From an optimization exercise on the open Yosys and OpenROAD flow, aimed at small area, a short achievable clock period and few clock cycles per item; shortcuts taken in it are not production practice.
The RTL was checked by simulation tests, not by an equivalence proof against the original design.

Setup of job 101:
## kw_unwrap
module kw_unwrap (
    input  wire         clk,
    input  wire         rst,       
    input  wire         start,     
    input  wire [127:0] kek,       
    input  wire [191:0] wrapped,   
    output wire         busy,
    output wire         done,      
    output wire         ok,        
    output wire [127:0] key        
);
    localparam [63:0] KW_IV = 64'hA6A6A6A6A6A6A6A6;
    reg         busy_r;
    reg         done_r;
    reg         kexp;     
    reg         first;    
    reg         step12;   
    reg [3:0]   rnd;      
    reg [3:0]   t;        
    reg [127:0] st;       
    reg [63:0]  ro;       
    reg [127:0] rk;       
    reg [127:0] kl;       
    wire accept = start && !busy_r;
    genvar gb, gc, gr;
    wire last   = !kexp && (rnd == 4'd0);
    assign busy = busy_r;
    assign done = done_r;
    assign ok   = (st[127:64] == KW_IV);
    assign key  = {st[63:0], ro};
    wire [31:0]  w0 = rk[127:96];
    wire [31:0]  w1 = rk[95:64];
    wire [31:0]  w2 = rk[63:32];
    wire [31:0]  w3 = rk[31:0];
    wire [31:0]  v3 = w3 ^ w2;    
    wire [31:0]  v2 = w2 ^ w1;
    wire [31:0]  v1 = w1 ^ w0;
    wire [31:0]  rot = {v3[23:0], v3[31:24]};
    wire [31:0]  sw_out;
    generate
        for (gb = 0; gb < 4; gb = gb + 1) begin : g_sbox
            aes_sbox u_sbox (.a(rot[8*gb +: 8]), .y(sw_out[8*gb +: 8]));
        end
    endgenerate
    wire [9:0]   rd = {rnd == 4'd9, rnd == 4'd8, rnd == 4'd7, rnd == 4'd6, rnd == 4'd5,
                       rnd == 4'd4, rnd == 4'd3, rnd == 4'd2, rnd == 4'd1, rnd == 4'd0};
    wire [7:0]   rcon = {rd[7], rd[6], rd[5] | rd[9], rd[4] | rd[8] | rd[9],
                         rd[3] | rd[8], rd[2] | rd[9], rd[1] | rd[8] | rd[9], rd[0] | rd[8]};
  ...
Settings: LEC_CHECK=0, CAP_MARGIN=20, CORE_MARGIN=2, CORE_UTILIZATION=26, SETUP_SLACK_MARGIN=1.65, SLEW_MARGIN=20, SYNTH_HIERARCHICAL=1; clock period 8.0 ns.
standard.sh (not shown) runs the stock make flow with config.mk's settings and CLKGATE_MAP_FILE= SYNTH_SCRIPT=/design/flow/synth_recipe.tcl, a recipe that flattens the netlist after the stock synthesis.
==> flow/flow/run.sh <==
#!/bin/bash
# The standard layout (the standard.sh: ORFS synthesis to finish), with
# these changes in how it is made:
#  - the port buffers that global placement inserts on every input and
#    output are the smallest buffer (buf_1) instead of clkdlybuf4s50_1;
#  - clock tree synthesis inserts no dummy loads;
#  - after floorplanning, the flip-flops of the round state (st) and of
#    the round key (rk) get a
#    stronger drive (same cell type, dfxtp_1 -> dfxtp_4): they drive the
#    InvMixColumns network at the start of the critical loop.
# ORFS writes each step's full log under orfs/logs/; make's output goes to
# flow_*.log and the resizing step's to upsize.log, all in this folder.
set -euo pipefail
export BUFFER_PORTS_ARGS="-buffer_cell sky130_fd_sc_hd__buf_1"
export CTS_ARGS="-sink_clustering_enable -repair_clock_nets -dont_use_dummy_load"
bash standard.sh floorplan > flow_floorplan.log 2>&1
odb=orfs/results/$FLOW_PLATFORM/kw_unwrap/base/2_floorplan.odb
ODB=$odb openroad -no_init -exit flow/upsize.tcl > upsize.log 2>&1
bash standard.sh finish > flow_finish.log 2>&1
==> flow/flow/upsize.tcl <==
# Give the state and round-key flip-flops st[*], rk[*] the 4x drive version
# of their cell.
read_db $::env(ODB)
set db [ord::get_db]
set block [[$db getChip] getBlock]
set n 0
foreach inst [$block getInsts] {
  set name [$inst getName]
  set m [[$inst getMaster] getName]
  if {([string first "st\\\[" $name] == 0 || [string first "rk\\\[" $name] == 0) && $m eq "sky130_fd_sc_hd__dfxtp_1"} {
    $inst swapMaster [$db findMaster sky130_fd_sc_hd__dfxtp_4]
    incr n
  }
}
puts "resized $n flip-flops"
write_db $::env(ODB)
Testbench counts of job 101, summed over its fixed seeds: cycles 67,072, items 512.
Modified inputs, job 102 compared to job 101
- putting PLACE_DENSITY at 0.75 where nothing was set
- swapping 26 for 24 in CORE_UTILIZATION
--- a/flow/flow/run.sh
+++ b/flow/flow/run.sh
@@ -6,4 +6,3 @@
 #  - clock tree synthesis inserts no dummy loads;
-#  - after floorplanning, the flip-flops of the round state (st) and of
-#    the round key (rk) get a
+#  - after floorplanning, the flip-flops of the round state (st) get a
 #    stronger drive (same cell type, dfxtp_1 -> dfxtp_4): they drive the
==> flow/flow/upsize.tcl <==
# Give the state flip-flops st[*] the 4x drive version of their cell.
read_db $::env(ODB)
set db [ord::get_db]
set block [[$db getChip] getBlock]
set n 0
foreach inst [$block getInsts] {
  set name [$inst getName]
  set m [[$inst getMaster] getName]
  if {[string first "st\\\[" $name] == 0 && $m eq "sky130_fd_sc_hd__dfxtp_1"} {
    $inst swapMaster [$db findMaster sky130_fd_sc_hd__dfxtp_4]
    incr n
  }
}
puts "resized $n flip-flops"
write_db $::env(ODB)
Notes after the runs:
- The signed area change from the synthesized netlist to the final layout reported for job 102 is smaller than that of job 101 by 1.7 points.
- Compared job 101 against job 102; DRC violation count after routing within noise.
- Compared to job 101, the routing of job 102 uses less wire.
- Of job 102 and job 101, it is job 102 that has the lower fmax.
- Remaining max-slew budget at the tightest pin delta (job 102 − job 101): favourable
- In job 102, the final setup skew came out 9.4 ps below the value in job 101.
#### Input delta (job 103 over job 102)
- CORE_UTILIZATION: 24 -> 22
- PLACE_DENSITY: 0.75 -> unset
- SETUP_SLACK_MARGIN: 1.65 -> 1.5
## What came out
- Layout-stage area growth over the synthesis result: higher on job 102
- Delta(global routing met3 resource utilization, job 103 - job 102) < 0
- Via count | job 103 below job 102
Edits applied to the flow inputs when going from job 103 to job 104:
- swapping 1.5 for 1.65 in SETUP_SLACK_MARGIN
- swapping 22 for 25 in CORE_UTILIZATION
--- a/flow/flow/run.sh
+++ b/flow/flow/run.sh
@@ -6,2 +6,3 @@
 #  - clock tree synthesis inserts no dummy loads;
+#  - timing repair only resizes and swaps cells (no new buffers);
 #  - after floorplanning, the flip-flops of the round state (st) get a
@@ -14,2 +15,3 @@
 export CTS_ARGS="-sink_clustering_enable -repair_clock_nets -dont_use_dummy_load"
+export SETUP_MOVE_SEQUENCE="unbuffer,sizeup,swap,vt_swap"
 bash standard.sh floorplan > flow_floorplan.log 2>&1
## What came out
Job 104: flow completed, timing, DRC and antenna clean. Job 103 ran to completion and came out clean on the timing, DRC and antenna checks. Compared with job 103, in job 104 cell row count moved down, sequential share of layout area moved down, final-layout clock-cell area share level, final core utilization moved up, area enclosed by the die boundary moved down. Summary of job 104 over job 103: number of clock buffers in the layout picked up an extra 1, maximum number of pins on one net before global-route repair lost 48%, number of search-and-repair iterations in the first detailed-routing pass picked up an extra 1.
### job 104 -> job 105
- CORE_UTILIZATION: 25 -> 20
--- a/flow/flow/run.sh
+++ b/flow/flow/run.sh
@@ -6,3 +6,2 @@
 #  - clock tree synthesis inserts no dummy loads;
-#  - timing repair only resizes and swaps cells (no new buffers);
 #  - after floorplanning, the flip-flops of the round state (st) get a
@@ -15,3 +14,2 @@
 export CTS_ARGS="-sink_clustering_enable -repair_clock_nets -dont_use_dummy_load"
-export SETUP_MOVE_SEQUENCE="unbuffer,sizeup,swap,vt_swap"
 bash standard.sh floorplan > flow_floorplan.log 2>&1
## What came out
In the tables for job 104 and job 105, total global-route track usage reads lower with job 105. Post-route cell area (higher): job 104. | share of final layout cell area taken by non-clock buffers | higher: job 105 |. Fraction of standard cell area in multi-input logic (job 105 over job 104): decrease, 2.6 points. From job 104 to job 105 the numbers moved as follows: peak per-stage delay on the critical path lower; deepest level of the CTS H-tree picked up an extra 1; count of clock-buffer cells in the layout rose by 6; cell count up 8.1%. Initial antenna violation count in job 105 is 17 lower than in job 104. Detailed route, job 105 vs job 104: via total lower for job 105.

kw_unwrap again, from the RTL that the note above started with.
Design kw_unwrap, start of the top module:
module kw_unwrap (
    input  wire         clk,
    input  wire         rst,       
    input  wire         start,     
    input  wire [127:0] kek,       
    input  wire [191:0] wrapped,   
    output wire         busy,
    output wire         done,      
    output wire         ok,        
    output wire [127:0] key        
);
    localparam [63:0] KW_IV = 64'hA6A6A6A6A6A6A6A6;
    reg         busy_r;
    reg         done_r;
    reg         kexp;     
    reg         first;    
    reg         step12;   
    reg [3:0]   rnd;      
    reg [3:0]   t;        
    reg [127:0] st;       
    reg [63:0]  ro;       
    reg [127:0] rk;       
    reg [127:0] kl;       
    wire accept = start && !busy_r;
    genvar gb, gc, gr;
    wire last   = !kexp && (rnd == 4'd0);
    assign busy = busy_r;
    assign done = done_r;
    assign ok   = (st[127:64] == KW_IV);
    assign key  = {st[63:0], ro};
  ...
export LEC_CHECK = 0
export CAP_MARGIN = 20
export CORE_MARGIN = 2
export CORE_UTILIZATION = 26
export SETUP_SLACK_MARGIN = 1.65
export SLEW_MARGIN = 20
export SYNTH_HIERARCHICAL = 1
create_clock -name core_clock -period 8.0 [get_ports {clk}]
==> flow/flow/run.sh <==
#!/bin/bash
# The standard layout (the standard.sh: ORFS synthesis to finish), with
# these changes in how it is made:
#  - the port buffers that global placement inserts on every input and
#    output are the smallest buffer (buf_1) instead of clkdlybuf4s50_1;
#  - clock tree synthesis inserts no dummy loads and builds the tree from
#    clkbuf_4 and clkbuf_8;
#  - after floorplanning, the flip-flops of the round state (st) get a
#    stronger drive (same cell type, dfxtp_1 -> dfxtp_4): they drive the
#    InvMixColumns network at the start of the critical loop.
# ORFS writes each step's full log under orfs/logs/; make's output goes to
# flow_*.log and the resizing step's to upsize.log, all in this folder.
set -euo pipefail
export BUFFER_PORTS_ARGS="-buffer_cell sky130_fd_sc_hd__buf_1"
export CTS_ARGS="-sink_clustering_enable -repair_clock_nets -dont_use_dummy_load -buf_list {sky130_fd_sc_hd__clkbuf_4 sky130_fd_sc_hd__clkbuf_8}"
bash standard.sh floorplan > flow_floorplan.log 2>&1
odb=orfs/results/$FLOW_PLATFORM/kw_unwrap/base/2_floorplan.odb
ODB=$odb openroad -no_init -exit flow/upsize.tcl > upsize.log 2>&1
bash standard.sh finish > flow_finish.log 2>&1
==> flow/flow/upsize.tcl <==
# Give the state flip-flops st[*] the 4x drive version of their cell.
read_db $::env(ODB)
set db [ord::get_db]
set block [[$db getChip] getBlock]
set n 0
foreach inst [$block getInsts] {
  set name [$inst getName]
  set m [[$inst getMaster] getName]
  if {[string first "st\\\[" $name] == 0 && $m eq "sky130_fd_sc_hd__dfxtp_1"} {
    $inst swapMaster [$db findMaster sky130_fd_sc_hd__dfxtp_4]
    incr n
  }
}
puts "resized $n flip-flops"
write_db $::env(ODB)
Testbench counts at the start, summed over its fixed seeds: cycles 67,072, items 512.
Edit:
--- a/flow/flow/run.sh
+++ b/flow/flow/run.sh
@@ -4,6 +4,6 @@
 #  - the port buffers that global placement inserts on every input and
 #    output are the smallest buffer (buf_1) instead of clkdlybuf4s50_1;
-#  - clock tree synthesis inserts no dummy loads and builds the tree from
-#    clkbuf_4 and clkbuf_8;
+#  - clock tree synthesis inserts no dummy loads;
+#  - timing repair only resizes and swaps cells (no new buffers);
 #  - after floorplanning, the flip-flops of the round state (st) get a
 #    stronger drive (same cell type, dfxtp_1 -> dfxtp_4): they drive the
@@ -13,5 +13,6 @@
 set -euo pipefail
 export BUFFER_PORTS_ARGS="-buffer_cell sky130_fd_sc_hd__buf_1"
-export CTS_ARGS="-sink_clustering_enable -repair_clock_nets -dont_use_dummy_load -buf_list {sky130_fd_sc_hd__clkbuf_4 sky130_fd_sc_hd__clkbuf_8}"
+export CTS_ARGS="-sink_clustering_enable -repair_clock_nets -dont_use_dummy_load"
+export SETUP_MOVE_SEQUENCE="unbuffer,sizeup,swap,vt_swap"
 bash standard.sh floorplan > flow_floorplan.log 2>&1
 odb=orfs/results/$FLOW_PLATFORM/kw_unwrap/base/2_floorplan.odb
Settings changed: CORE_UTILIZATION 26 to 25, SETUP_SLACK_MARGIN 1.65 to 2.0.
Effect:
- clock skew drops by 0.024 ns
- synthesized area does not change
- synthesized cell count is unchanged
- count of clock-buffer cells in the layout drops by 33
- worst hold slack is about the same
- via count drops by 1.4%
- setup slack got worse by 0.038 ns
- register-to-register slack got worse by 0.04 ns
Edit:
--- a/flow/flow/run.sh
+++ b/flow/flow/run.sh
@@ -5,5 +5,4 @@
 #    output are the smallest buffer (buf_1) instead of clkdlybuf4s50_1;
 #  - clock tree synthesis inserts no dummy loads;
-#  - timing repair only resizes and swaps cells (no new buffers);
 #  - after floorplanning, the flip-flops of the round state (st) get a
 #    stronger drive (same cell type, dfxtp_1 -> dfxtp_4): they drive the
@@ -14,5 +13,4 @@
 export BUFFER_PORTS_ARGS="-buffer_cell sky130_fd_sc_hd__buf_1"
 export CTS_ARGS="-sink_clustering_enable -repair_clock_nets -dont_use_dummy_load"
-export SETUP_MOVE_SEQUENCE="unbuffer,sizeup,swap,vt_swap"
 bash standard.sh floorplan > flow_floorplan.log 2>&1
 odb=orfs/results/$FLOW_PLATFORM/kw_unwrap/base/2_floorplan.odb
Settings changed: CORE_UTILIZATION 25 to 23, SETUP_SLACK_MARGIN 2.0 to 1.5.
What happened: The new run went through all stages and came out clean. Register-to-register slack gets worse by 0.03 ns. Die area came out higher by 8.6%. Synthesized cell count stays the same. Routed wire length came out lower by 2.7%. Worst setup slack gets worse by 0.032 ns. Via count came out lower by 1.3%.

re-timing with driven ports:
How much do the figures lean on ideal ports? The routed layouts below were timed once more, with nothing changed but the port constraints. Step 1 sets driving cells, clkbuf_16 on the clock port and buf_2 on the other inputs (assumed; they add their load-dependent delay and slew). Step 2 moves the port delays by t, midway between the first and last clock arrival at a register: inputs arrive t later, outputs are due t later. That takes back most of the time a late clock gives input paths. a / b / c = ideal / step 1 / step 2; a / b = the first two.
run	t (ns)	setup slack, ns	hold slack, ns	clock arrival spread, ns	slew at the worst register clock pin (ns)
job 101	0.758	1.750 / 1.750 / 1.750	0.532 / 0.532 / 0.532	0.099 / 0.099	0.07 / 0.07
job 102	0.769	1.634 / 1.634 / 1.634	0.537 / 0.537 / 0.537	0.086 / 0.086	0.07 / 0.07
job 103	0.759	1.623 / 1.623 / 1.623	0.496 / 0.496 / 0.496	0.137 / 0.137	0.07 / 0.07
job 104	0.756	1.775 / 1.775 / 1.775	0.559 / 0.559 / 0.559	0.103 / 0.103	0.07 / 0.07
job 105	0.746	1.738 / 1.738 / 1.738	0.538 / 0.538 / 0.538	0.115 / 0.115	0.06 / 0.06
the first run of note 2	0.869	1.776 / 1.776 / 1.776	0.539 / 0.539 / 0.539	0.148 / 0.148	0.06 / 0.06
the second run of note 2	0.766	1.738 / 1.738 / 1.738	0.538 / 0.538 / 0.538	0.124 / 0.124	0.07 / 0.07
the third run of note 2	0.734	1.706 / 1.706 / 1.706	0.551 / 0.551 / 0.551	0.074 / 0.074	0.07 / 0.07
After both steps setup and hold are still met in every run listed.
